This is an optimization exercise on Yosys and OpenROAD, whose aim is small area and a short achievable clock period, not a production implementation. At most, simulation tests tie the RTL to the original design; equivalence was not proved.

## ckv_unit
module ckv_unit (
    input  wire        clk,
    input  wire        rst,
    input  wire        in_valid,
    input  wire        in_sof,
    input  wire        in_eof,
    input  wire [3:0]  in_nbytes,
    input  wire [63:0] in_data,
    input  wire [1:0]  in_alg,
    input  wire [1:0]  in_mode,
    input  wire [15:0] in_tenant,
    input  wire [15:0] in_pseq,
    input  wire [63:0] in_ctx,
    input  wire [23:0] in_dest,
    input  wire [63:0] in_expect,
    output reg         res_valid,
    output reg  [63:0] res_crc,
    output reg  [63:0] res_state,
    output reg         res_match
);
==> module ckv_unit, before the edit <==
module ckv_unit (
    input  wire        clk,
    input  wire        rst,
    input  wire        in_valid,
    input  wire        in_sof,
    input  wire        in_eof,
    input  wire [3:0]  in_nbytes,
    input  wire [63:0] in_data,
    input  wire [1:0]  in_alg,
    input  wire [1:0]  in_mode,
    input  wire [15:0] in_tenant,
    input  wire [15:0] in_pseq,
    input  wire [63:0] in_ctx,
    input  wire [23:0] in_dest,
    input  wire [63:0] in_expect,
    output reg         res_valid,
    output reg  [63:0] res_crc,
    output reg  [63:0] res_state,
    output reg         res_match
);
    reg  [1:0] alg_q;    
    reg        pcw_q;    
    wire       pcw_i = (in_mode == 2'd1);
    wire       res_i = (in_mode == 2'd2);
    wire [1:0] alg_i = pcw_i ? 2'd0 : in_alg;
    wire [1:0] alg_b = in_sof ? alg_i : alg_q;      
    reg [63:0] bmask;
    integer b;
    always @(*) begin
        for (b = 0; b < 8; b = b + 1)
            bmask[8*b +: 8] = (b < in_nbytes) ? 8'hFF : 8'h00;
    end
    wire        ctx_lo  = in_sof & res_i & (alg_i != 2'd2);
    wire        ctx_sw  = in_sof & res_i & (alg_i == 2'd2);
    wire        ctx_hi  = in_sof & res_i & (alg_i == 2'd3);
    wire        ctx_mid = ctx_lo;
    wire        tp_on   = in_sof & pcw_i;
    wire [63:0] start_v = {in_ctx[63:32] & {32{ctx_hi}},
                           (in_ctx[31:16] & {16{ctx_mid}}) ^ (in_tenant & {16{tp_on}}),
                           (in_ctx[15:0] & {16{ctx_lo}}) ^ ({in_ctx[7:0], in_ctx[15:8]} & {16{ctx_sw}})
                               ^ (in_pseq & {16{tp_on}})};
    wire [63:0] x_in = (in_data & bmask) ^ start_v;
    wire [3:0]  k_in = 4'd8 - in_nbytes;
    reg        v_r, sof_r, eof_r;
    reg        kone_r;    
    reg [2:0]  k_a, k_b, k_c;    
    reg [63:0] x_r;
    reg [23:0] dest_r;
    reg [63:0] exp_r;
    reg [3:0]  sel_r;     
    reg        pcw_r;     
    reg        st_r;      
    always @(posedge clk) begin
        v_r    <= in_valid & ~rst;
        sof_r  <= in_sof;
        eof_r  <= in_eof;
        kone_r <= in_sof & (pcw_i | (~res_i & (alg_i != 2'd2)));
        k_a    <= k_in[2:0];
        k_b    <= k_in[2:0];
        k_c    <= k_in[2:0];
        x_r    <= x_in;
        dest_r <= in_dest;
        exp_r  <= in_expect;
        sel_r  <= 4'b0001 << alg_b;
        pcw_r  <= in_sof ? pcw_i : pcw_q;
        st_r   <= ~in_sof;
        if (in_valid && in_sof) begin
            alg_q <= alg_i;
            pcw_q <= pcw_i;
        end
    end
    reg  [63:0] crc_q;   
    wire [63:0] kconst = {{32{kone_r & sel_r[3]}}, {32{kone_r}}};
    wire [63:0] s = (crc_q & {64{st_r}}) | kconst;
    wire [63:0] x = x_r ^ s;
    wire [119:0] z3;
    ckv_funnel u_fun (.x(x), .ka(k_a[0]), .kb(k_b[1]), .kc(k_c[2]), .z3(z3));
    wire [63:0]  w = z3[63:0];
    wire [63:0]  h = {8'd0, z3[119:64]};
    wire [31:0] c0;
    wire [31:0] c1;
    wire [15:0] c2;
    wire [63:0] c3;
    ckv_net u_net (.w(w), .c0(c0), .c1(c1), .c2(c2), .c3(c3));
    wire [63:0] m = ({32'd0, c0} & {64{sel_r[0]}})
                  | ({32'd0, c1} & {64{sel_r[1]}})
                  | ({48'd0, c2[7:0], c2[15:8]} & {64{sel_r[2]}})
                  | (c3 & {64{sel_r[3]}});
    wire [63:0] next = m ^ h;
    reg        e2;        
    reg [23:0] dest2;
    reg [63:0] exp2;
    reg        pcw2;
    reg        w16_2, w64_2;
    always @(posedge clk) begin
        if (v_r)
            crc_q <= next;
        e2    <= v_r & eof_r & ~rst;
        dest2 <= dest_r;
        exp2  <= exp_r;
        pcw2  <= pcw_r;
        w16_2 <= sel_r[2];
        w64_2 <= sel_r[3];
    end
    wire [63:0] crc_u = w16_2 ? {48'd0, crc_q[7:0], crc_q[15:8]} : crc_q;
    wire [31:0] fv = crc_u[31:0] ^ {8'd0, dest2};
    wire [31:0] f;
    ckv_fold u_fold (.fv(fv), .f(f));
    wire [63:0] mask = w16_2 ? 64'h0000_0000_0000_FFFF :
                       w64_2 ? 64'hFFFF_FFFF_FFFF_FFFF : 64'h0000_0000_FFFF_FFFF;
    wire [63:0] final_crc = pcw2  ? {32'd0, ~f} :
                            w16_2 ? crc_u : (crc_u ^ mask);
    always @(posedge clk) begin
        res_valid <= e2 & ~rst;
        res_state <= crc_u;
        res_crc   <= final_crc;
        res_match <= (final_crc == (exp2 & mask));
    end
endmodule
==> module ckv_funnel, before the edit <==
module ckv_funnel (
    input  wire [63:0]  x,
    input  wire         ka, kb, kc,
    output wire [119:0] z3
);
    wire [71:0]  z1 = ka ? {x, 8'd0} : {8'd0, x};
    wire [87:0]  z2 = kb ? {z1, 16'd0} : {16'd0, z1};
    assign z3 = kc ? {z2, 32'd0} : {32'd0, z2};
endmodule
Settings: LEC_CHECK=0, CAP_MARGIN=20, CORE_MARGIN=2, CORE_UTILIZATION=40, SLEW_MARGIN=20, SYNTH_HIERARCHICAL=1; clock period 30.0 ns.
standard.sh (not shown) runs the stock make flow with config.mk's settings and CLKGATE_MAP_FILE= SYNTH_SCRIPT=/design/flow/synth_recipe.tcl, a recipe that flattens the netlist after the stock synthesis.
==> flow/flow/run.sh <==
#!/bin/bash
# Standard ORFS layout (the standard.sh), with:
#  - repair_timing asked for extra setup margin, so critical paths get sized
#    (the clock and I/O constraints are unchanged);
#  - port buffers built from the smallest buffer (repair upsizes where needed).
set -euo pipefail
bash standard.sh SETUP_SLACK_MARGIN=23.5 "BUFFER_PORTS_ARGS=-buffer_cell sky130_fd_sc_hd__buf_1" finish > standard_make.log 2>&1
Rerun with:
--- a/flow/design.v
+++ b/flow/design.v
@@ -47,10 +47,11 @@
     reg [63:0] x_r;
     reg [23:0] dest_r;
     reg [63:0] exp_r;
     reg [3:0]  sel_r;     
     reg        pcw_r;     
+    reg        sw_r;      
     reg        st_r;      
     always @(posedge clk) begin
         v_r    <= in_valid & ~rst;
         sof_r  <= in_sof;
         eof_r  <= in_eof;
@@ -61,34 +62,39 @@
         x_r    <= x_in;
         dest_r <= in_dest;
         exp_r  <= in_expect;
         sel_r  <= 4'b0001 << alg_b;
         pcw_r  <= in_sof ? pcw_i : pcw_q;
-        st_r   <= ~in_sof;
+        sw_r   <= ~in_sof & (alg_q == 2'd2);
+        st_r   <= ~in_sof & (alg_q != 2'd2);
         if (in_valid && in_sof) begin
             alg_q <= alg_i;
             pcw_q <= pcw_i;
         end
     end
     reg  [63:0] crc_q;   
     wire [63:0] kconst = {{32{kone_r & sel_r[3]}}, {32{kone_r}}};
-    wire [63:0] s = (crc_q & {64{st_r}}) | kconst;
+    wire [63:0] s = (crc_q & {64{st_r}})
+                  ^ ({48'd0, crc_q[7:0], crc_q[15:8]} & {64{sw_r}})
+                  ^ kconst;
     wire [63:0] x = x_r ^ s;
-    wire [119:0] z3;
-    ckv_funnel u_fun (.x(x), .ka(k_a[0]), .kb(k_b[1]), .kc(k_c[2]), .z3(z3));
+    wire [71:0]  z1 = k_a[0] ? {x, 8'd0} : {8'd0, x};
+    wire [87:0]  z2 = k_b[1] ? {z1, 16'd0} : {16'd0, z1};
+    wire [119:0] z3 = k_c[2] ? {z2, 32'd0} : {32'd0, z2};
     wire [63:0]  w = z3[63:0];
     wire [63:0]  h = {8'd0, z3[119:64]};
     wire [31:0] c0;
     wire [31:0] c1;
     wire [15:0] c2;
     wire [63:0] c3;
     ckv_net u_net (.w(w), .c0(c0), .c1(c1), .c2(c2), .c3(c3));
     wire [63:0] m = ({32'd0, c0} & {64{sel_r[0]}})
                   | ({32'd0, c1} & {64{sel_r[1]}})
-                  | ({48'd0, c2[7:0], c2[15:8]} & {64{sel_r[2]}})
+                  | ({48'd0, c2} & {64{sel_r[2]}})
                   | (c3 & {64{sel_r[3]}});
-    wire [63:0] next = m ^ h;
+    wire [63:0] hx = sel_r[2] ? {48'd0, h[7:0], h[15:8]} : h;
+    wire [63:0] next = m ^ hx;
     reg        e2;        
     reg [23:0] dest2;
     reg [63:0] exp2;
     reg        pcw2;
     reg        w16_2, w64_2;
@@ -100,34 +106,24 @@
         exp2  <= exp_r;
         pcw2  <= pcw_r;
         w16_2 <= sel_r[2];
         w64_2 <= sel_r[3];
     end
-    wire [63:0] crc_u = w16_2 ? {48'd0, crc_q[7:0], crc_q[15:8]} : crc_q;
-    wire [31:0] fv = crc_u[31:0] ^ {8'd0, dest2};
+    wire [31:0] fv = crc_q[31:0] ^ {8'd0, dest2};
     wire [31:0] f;
     ckv_fold u_fold (.fv(fv), .f(f));
     wire [63:0] mask = w16_2 ? 64'h0000_0000_0000_FFFF :
                        w64_2 ? 64'hFFFF_FFFF_FFFF_FFFF : 64'h0000_0000_FFFF_FFFF;
     wire [63:0] final_crc = pcw2  ? {32'd0, ~f} :
-                            w16_2 ? crc_u : (crc_u ^ mask);
+                            w16_2 ? crc_q : (crc_q ^ mask);
     always @(posedge clk) begin
         res_valid <= e2 & ~rst;
-        res_state <= crc_u;
+        res_state <= crc_q;
         res_crc   <= final_crc;
         res_match <= (final_crc == (exp2 & mask));
     end
 endmodule
-module ckv_funnel (
-    input  wire [63:0]  x,
-    input  wire         ka, kb, kc,
-    output wire [119:0] z3
-);
-    wire [71:0]  z1 = ka ? {x, 8'd0} : {8'd0, x};
-    wire [87:0]  z2 = kb ? {z1, 16'd0} : {16'd0, z1};
-    assign z3 = kc ? {z2, 32'd0} : {32'd0, z2};
-endmodule
 module ckv_net (
     input  wire [63:0] w,
     output wire [31:0] c0,
     output wire [31:0] c1,
     output wire [15:0] c2,
The changed run went through all stages and came out clean.
Setup slack is about the same.
Clock-buffer cell count decreases by 8.
Hold slack gets better by 0.0038 ns.
Final area increases by 4.5%.
Sequential share of layout area decreases by 0.85 points.
Routed wire length increases by 3.1%.
Die area increases by 5.0%.
Flip-flop and latch count increases by 1.
Maximum frequency stays flat.
Only the layout flow was run in the second run of this note; the RTL was not checked for function there.

what the ideal ports hide:
The results above use ideal ports. As a check the final layouts listed here were re-extracted and re-timed, cells and wires unchanged.
Step 1, drivers: a clkbuf_16 drives clk and a buf_2 each remaining input, both assumed.
Step 2 times the ports against the registers' clock, not the clock port: input delays grow and output delays shrink by t, the midpoint of the rising clock arrivals with the driver on.
Slacks: ideal / step 1 / step 2; pairs: ideal / step 1.
| run | t, ns | setup WS [ns] | slew at the worst register clock pin (ns) | worst data-port slew with drivers (ns) |
|---|---|---|---|---|
| the first run | 0.661 | 22.929 / 22.862 / 22.448 | 0.08 / 0.08 | 0.11 |
| the second run | 0.677 | 22.929 / 22.861 / 22.528 | 0.09 / 0.09 | 0.13 |
After both steps setup and hold are still met in every run listed. For the first run, which loses most, drivers alone change the setup slack by -0.067 ns; drivers and shift together by -0.481 ns.
